Source: an optimization exercise on an open RTL-to-GDS flow (aim: small area, a short achievable clock period and few clock cycles). Production flows keep margins and buffers that such runs may drop. For this run, only the layout was checked, not whether the RTL still works.

==> flow/design.v <==
module kk7_elem_decode (
    input  wire [15:0]       code,
    input  wire [3:0]        afmt,
    output reg               sign,
    output reg  [7:0]        mant,
    output wire signed [9:0] exp,
    output wire              nonzero,
    output reg               is_nan,
    output reg               is_inf
);
    reg  [7:0]        m;
    reg  signed [9:0] e;
    reg  [7:0]        i8;
    always @* begin
        sign = 1'b0; m = 8'd0; e = 10'sd0; is_nan = 1'b0; is_inf = 1'b0;
        i8 = 8'd0;
        case (afmt)
            4'h0, 4'h2: begin                                    
                sign = code[7];
                if (code[6:3] == 4'hF && code[2:0] == 3'h7) is_nan = 1'b1;
                else if (code[6:3] == 4'h0) begin m = {5'd0, code[2:0]}; e = -10'sd9; end
                else begin m = {4'd0, 1'b1, code[2:0]}; e = $signed({6'd0, code[6:3]}) - 10'sd10; end
            end
            4'h1, 4'h3: begin                                    
                sign = code[7];
                if (code[6:2] == 5'h1F) begin
                    if (code[1:0] == 2'd0) begin is_inf = 1'b1; m = 8'd7; e = 10'sd13; end
                    else is_nan = 1'b1;
                end
                else if (code[6:2] == 5'h00) begin m = {6'd0, code[1:0]}; e = -10'sd16; end
                else begin m = {5'd0, 1'b1, code[1:0]}; e = $signed({5'd0, code[6:2]}) - 10'sd17; end
            end
            4'h4: begin                                          
                sign = code[5];
                if (code[4:2] == 3'h0) begin m = {6'd0, code[1:0]}; e = -10'sd4; end
                else begin m = {5'd0, 1'b1, code[1:0]}; e = $signed({7'd0, code[4:2]}) - 10'sd5; end
            end
            4'h5: begin                                          
                sign = code[5];
                if (code[4:3] == 2'h0) begin m = {5'd0, code[2:0]}; e = -10'sd3; end
                else begin m = {4'd0, 1'b1, code[2:0]}; e = $signed({8'd0, code[4:3]}) - 10'sd4; end
            end
            4'h6: begin                                          
                sign = code[3];
                if (code[2:1] == 2'h0) begin m = {7'd0, code[0]}; e = -10'sd1; end
                else begin m = {6'd0, 1'b1, code[0]}; e = $signed({8'd0, code[2:1]}) - 10'sd2; end
            end
            4'h7, 4'h8: begin                                    
                sign = code[7];
                i8 = code[7] ? -code[7:0] : code[7:0];
                m = i8;
                e = (afmt == 4'h7) ? -10'sd6 : 10'sd0;
            end
            4'h9: begin                                          
                sign = code[15];
                if (code[14:7] == 8'hFF) begin
                    if (code[6:0] == 7'd0) begin is_inf = 1'b1; m = 8'hFF; e = 10'sd120; end
                    else is_nan = 1'b1;
                end
                else if (code[14:7] == 8'h00) begin m = {1'b0, code[6:0]}; e = -10'sd133; end
                else begin m = {1'b1, code[6:0]}; e = $signed({2'd0, code[14:7]}) - 10'sd134; end
            end
            default: ;
        endcase
    end
    reg [2:0] lz;
    integer i;
    always @* begin
        lz = 3'd0;
        for (i = 0; i < 8; i = i + 1)
            if (m[i]) lz = 3'd7 - i[2:0];
        mant = m << lz;
    end
    assign nonzero = (m != 8'd0);
    assign exp     = e + 10'sd7 - $signed({7'd0, lz});
endmodule
module kk7_align (
    input  wire         clk,
    input  wire         rst,
    input  wire         in_valid,
    output wire         in_ready,
    input  wire [511:0] in_elem,      
    input  wire [3:0]   in_afmt,
    input  wire [7:0]   in_ascale,
    input  wire [7:0]   in_mscale,
    output reg          out_valid,
    output reg  [383:0] out_q,        
    output reg  [9:0]   out_ea,       
    output reg  [16:0]  out_sum,      
    output reg          out_nan,
    output reg  [5:0]   out_zeroed,
    output reg  [5:0]   out_clipped
);
    reg         v1;
    reg [511:0] elem;
    reg [3:0]   afmt;
    reg [7:0]   ascale, mscale;
    always @(posedge clk) begin
        if (rst) v1 <= 1'b0;
        else     v1 <= in_valid;
        if (in_valid) begin
            elem   <= in_elem;
            afmt   <= in_afmt;
            ascale <= in_ascale;
            mscale <= in_mscale;
        end
    end
    assign in_ready = 1'b1;
    wire        mx       = (afmt >= 4'h2) && (afmt <= 4'h7);
    wire        reserved = (afmt >= 4'hA);
    wire [31:0] sgn, nz, isnan, isinf;
    wire [7:0]  mant [0:31];
    wire signed [9:0] ex [0:31];
    genvar g;
    generate
        for (g = 0; g < 32; g = g + 1) begin : dec
            kk7_elem_decode u_dec (
                .code    (elem[16*g +: 16]),
                .afmt    (afmt),
                .sign    (sgn[g]),
                .mant    (mant[g]),
                .exp     (ex[g]),
                .nonzero (nz[g]),
                .is_nan  (isnan[g]),
                .is_inf  (isinf[g])
            );
        end
    endgenerate
    wire signed [10:0] scale_exp = $signed({3'd0, ascale}) - 11'sd127 +
                                   (mx ? $signed({3'd0, mscale}) - 11'sd127 : 11'sd0);
    wire nan_blk  = reserved || (mx && mscale == 8'hFF) || (!(mx && mscale == 8'h00) && (|isnan));
    wire zero_blk = mx && mscale == 8'h00;
    reg signed [9:0] emax;
    reg              any_nz;
    integer k;
    always @* begin
        emax = -10'sd512;
        any_nz = 1'b0;
        for (k = 0; k < 32; k = k + 1)
            if (nz[k]) begin
                any_nz = 1'b1;
                if (ex[k] > emax) emax = ex[k];
            end
    end
    reg  [11:0] q    [0:31];
    reg  [10:0] qmag;
    reg  [10:0] d;
    reg  [22:0] sh;
    reg         rnd;
    reg  [5:0]  zeroed, clipped;
    reg  signed [16:0] sum;
    always @* begin
        zeroed = 6'd0;
        clipped = 6'd0;
        sum = 17'sd0;
        for (k = 0; k < 32; k = k + 1) begin
            d    = emax - ex[k];                       
            sh   = {mant[k], 3'b000, 12'd0} >> ((d > 11'd23) ? 11'd23 : d);
            rnd  = sh[11] & ((|sh[10:0]) | sh[12]);
            qmag = sh[22:12] + {10'd0, rnd};
            if (!nz[k] || nan_blk || zero_blk) qmag = 11'd0;
            q[k] = sgn[k] ? -{1'b0, qmag} : {1'b0, qmag};
            if (nz[k] && qmag == 11'd0 && !nan_blk && !zero_blk) zeroed = zeroed + 6'd1;
            if (isinf[k] && !nan_blk && !zero_blk) clipped = clipped + 6'd1;
            sum = sum + {{5{q[k][11]}}, q[k]};
        end
    end
    wire signed [11:0] e_full = $signed({emax[9], emax}) + $signed(scale_exp) - 12'sd10;
    wire [9:0] ea = (nan_blk || zero_blk || !any_nz) ? 10'd0 : e_full[9:0];
    integer m;
    always @(posedge clk) begin
        if (rst) out_valid <= 1'b0;
        else     out_valid <= v1;
        if (v1) begin
            for (m = 0; m < 32; m = m + 1)
                out_q[12*m +: 12] <= q[m];
            out_ea      <= ea;
            out_sum     <= sum;
            out_nan     <= nan_blk;
            out_zeroed  <= zeroed;
            out_clipped <= clipped;
        end
    end
endmodule
==> flow/run.sh <==
#!/bin/bash
# synth_recipe.tcl (not shown) runs the flow's synth.tcl, then flattens the netlist and writes it again
# the make line also repeats each setting of config.mk as NAME=value (left out here)
make -C /OpenROAD-flow-scripts/flow DESIGN_CONFIG=/design/flow/config.mk WORK_HOME=/design/flow/orfs CLKGATE_MAP_FILE= SYNTH_SCRIPT=/design/flow/synth_recipe.tcl finish
==> flow/config.mk <==
export PLATFORM = sky130hd
export DESIGN_NAME = kk7_align
export DESIGN_NICKNAME = kk7_align
export VERILOG_FILES = /design/flow/design.v
export SDC_FILE = /design/flow/constraint.sdc
export NUM_CORES = 4
export LEC_CHECK = 0
export CAP_MARGIN = 20
export CORE_MARGIN = 2
export CORE_UTILIZATION = 40
export SLEW_MARGIN = 20
==> flow/constraint.sdc <==
create_clock -name core_clock -period 110.0 [get_ports {clk}]
set_input_delay 22.0000 -clock core_clock [delete_from_list [all_inputs] [get_ports {clk}]]
set_output_delay 22.0000 -clock core_clock [all_outputs]
set_load 0.01 [all_outputs]
==> summary.txt <==
## path summary, 6_finish.rpt
kind,cells after the start,from,endpoint
max,410,afmt[0]$_DFFE_PP_,out_zeroed[5]$_DFFE_PP_
max reg2reg,410,afmt[0]$_DFFE_PP_,out_zeroed[5]$_DFFE_PP_
min,0,v1$_SDFF_PP0_,out_q[190]$_DFFE_PP_
min reg2reg,0,v1$_SDFF_PP0_,out_q[190]$_DFFE_PP_
## worst max-delay path: cells and delay by family (launching register included)
| family | cells | cell delay [ns] |
|---|---|---|
| AOI/OAI and AO/OA | 136 | 35.11 |
| xor gates and xnor gates | 4 | 0.70 |
| adders and majority gates | 67 | 21.15 |
| buffers and inverters | 15 | 4.10 |
| DFF | 1 | 0.34 |
| muxes | 39 | 12.47 |
| and+or+nand+nor | 149 | 27.38 |
## registers in the layout, indices dropped and copies added (netlist names), 4 cells and up
name and count:
elem 512, out_q 384, out_sum 17, out_ea 10
ascale 8, mscale 8, out_clipped 6, out_zeroed 6
afmt 4
## cell usage after synthesis, drive strengths merged (45+ instances only)
| cell type | count |
|---|---|
| and4 | 87 |
| a211oi | 182 |
| o211ai | 102 |
| mux2i | 431 |
| clkbuf | 514 |
| fa | 453 |
| and3 | 197 |
| a22oi | 55 |
| edfxtp | 956 |
| a31o | 45 |
| a31oi | 156 |
| nor2 | 1992 |
| and2 | 169 |
| xor2 | 464 |
| nand4 | 263 |
| nor3b | 82 |
| a311oi | 48 |
| o21ai | 1200 |
| a21oi | 1462 |
| or4 | 91 |
| mux2 | 273 |
| o31ai | 78 |
| a221oi | 68 |
| a21o | 448 |
| nand2b | 186 |
| xnor2 | 847 |
| o22ai | 147 |
| nand2 | 1908 |
| or2 | 136 |
| nand3 | 528 |
| or3 | 118 |
| nor2b | 247 |
| ha | 1391 |
| inv | 2060 |
| o21bai | 96 |
| buf | 83 |
| o21a | 75 |
| nor3 | 580 |
| nor4 | 183 |
## layout make-up
| cell class | instances | area [sq um] |
|---|---|---|
| antenna | 61 | 152.6 |
| clock buffer | 126 | 2877 |
| clock inverter | 76 | 783.3 |
| fill | 36700 | 199100 |
| inverter | 2080 | 7809 |
| multi-input combinational | 15410 | 107800 |
| sequential | 958 | 28750 |
| tap | 4816 | 6026 |
| timing repair buffer | 1194 | 11450 |
## kinds of logic after synthesis
family | synth area share, %
DFF | 19.65
AOI/OAI and AO/OA | 20.01
other | 0.002564
and+or+nand+nor | 22.33
xor gates and xnor gates | 7.850
buffers and inverters | 6.912
adders and majority gates | 18.14
muxes | 5.096
## metrics by stage
stage	hold WS [ns]	utilization, %	instance area (sq um)	worst slack, ns
6_report	0.7366	45.42	165600	8.344
5_1_grt	0.7555	45.40	165600	0.9720
4_1_cts	0.7424	45.37	165500	9.517
3_5_place_dp	0.7409	44.37	161800	9.745
3_3_place_gp	0.7405	44.37	161800	10.64
2_1_floorplan	0.7125	-	146300	14.76
## metal layers
metal  wire length (um)  track usage (%)
met1             271500            44.74
met3              64150            6.918
met2             293200            54.27
met4              52610            23.61
met5                107                0
==> flow_summary_export.csv <==
group,metric,value,unit
run_status,outcome,"no timing/DRC/antenna violations",
global_route,grt_max_degree,83,
global_route,antenna_found_initial,94,
global_route,grt_pass1_vias,138400,
finish,drive_gt1_share,4.928,%
floorplanning,coreArea,364700,sq um
worst_setup_path,path_max_fanout,47,
cts,h-tree-depth,3,
cts,clkLatencyLatePin,0.92,ns
placement,portBuffers,959,
floorplanning,initial_core_util,40.11,%
global_route,overflow,0,
global_route,grt_use_total,35.27,%
drt,totalWireLength,681500,um
global_route,grt_pass1_wl,961700,um
floorplanning,pin_count,961,
worst_setup_path,critPathCaptureType,"flip-flop",
worst_setup_path,critPathMaxStageDelay,0.78,ns
floorplanning,rows,222,
floorplanning,fp.dieW,608.7,um
floorplanning,dieHeight,608.7,um
finish,final_common_cell,"inv_1",
drt,antenna_left,0,
synthesis,synth.cell_area,146300,sq um
drt,wl_per_cell,27.57,um
sta,tns,0,ns
cts,cts_setup_buffers,0,
synthesis,synth_warnings,4,
drt,via_count,149400,
drt,vias_per_cell,6.043,
synthesis,synth_nets,21430,
placement,post-place-cells,24460,
cts,path_clk_slew,0.07,ns
worst_setup_path,arrival,102.29,ns
drt,drtPass1Iterations,9,
sta,finalCritPeriodShare,92.41,%
sta,slew_headroom,9.852,%
run,max-cap-violations,0,
cts,cts_hold_buffers,0,
synthesis,ys_top_cells_by_area,"edfxtp_1, ha_1, fa_1",
cts,cts-root-buf,"clkbuf_16",
worst_hold_path,hold_class,"reg2reg",
cts,cts_tree,"done",
sta,slew_viol_final,0,
synthesis,synthDominantCellAreaShare,19.63,%
sta,worst_pin_slew,1.340,ns
synthesis,syn_inst,19050,
synthesis,synth_edf_count,956,
sta,setup_violations,0,
synthesis,synth_cell_types,135,
worst_setup_path,reg2reg_setup_slack,8.34,ns
sta,finClkSkew,0.07992,ns
finish,final_cell_mix,"inv_1, nor2_1, nand2_1",
cts,cts.path.max_buffers,4,
synthesis,synth-seq-cells,958,
worst_setup_path,cp_slowest_cell,"buf_4",
drt,drc_errors,0,
synthesis,yosysTopAreaCell,"edfxtp_1",
worst_setup_path,critPathKind,"reg2reg",
finish,area_delta_synth_final,13.24,%
sta,rsz0062_at_grt,"false",
sta,period_minus_slack,101.66,ns
placement,dp_hpwl,563900,um
drt,drt_iter0_drc,17350,
sta,fmax,0.009837,GHz
finish,instances_no_fill,24720,
synthesis,syn_avg_cell_area,7.680,sq um
finish,nets,22140,
worst_setup_path,required,110.63,ns
worst_setup_path,cp_common_cell,"ha_1",
cts,cts_buffers,113,
cts,numClockSinks,958,
worst_setup_path,worstSetupStartpointType,"flip-flop",
placement,globalplace.congestion,1.051,
sta,hold_viol_final,0,
synthesis,yosys_most_used_dff,"edfxtp_1",
synthesis,seq_area_frac_synth,19.65,%
cts,post_cts_resized,0,
floorplanning,die-area,370500,sq um
synthesis,async_flop_share,0,%

-- afterwards: timing with drivers on the ports --
In the flow no input, the clock included, has a driving cell. The finished layout below was timed again as built, in two steps. Step 1 sets driving cells, clkbuf_16 on the clock port and buf_2 on the other inputs (assumed; they add their load-dependent delay and slew). Step 2 times the ports against the registers' clock, not the clock port: input delays grow and output delays shrink by t, the midpoint of the rising clock arrivals with the driver on. Slacks: no drivers / after step 1 / after step 2; pairs: no drivers / after step 1.
t (ns): 0.999
setup WS [ns]: 8.344 / 8.344 / 8.344
worst setup path after step 2: register to register
clock arrival spread, ns: 0.080 / 0.080
pins driven straight from the clock port: 1
After both steps setup and hold are still met in this run. The setup slack of this run moves by 0.000 ns with the drivers and by 0.000 ns with both steps.
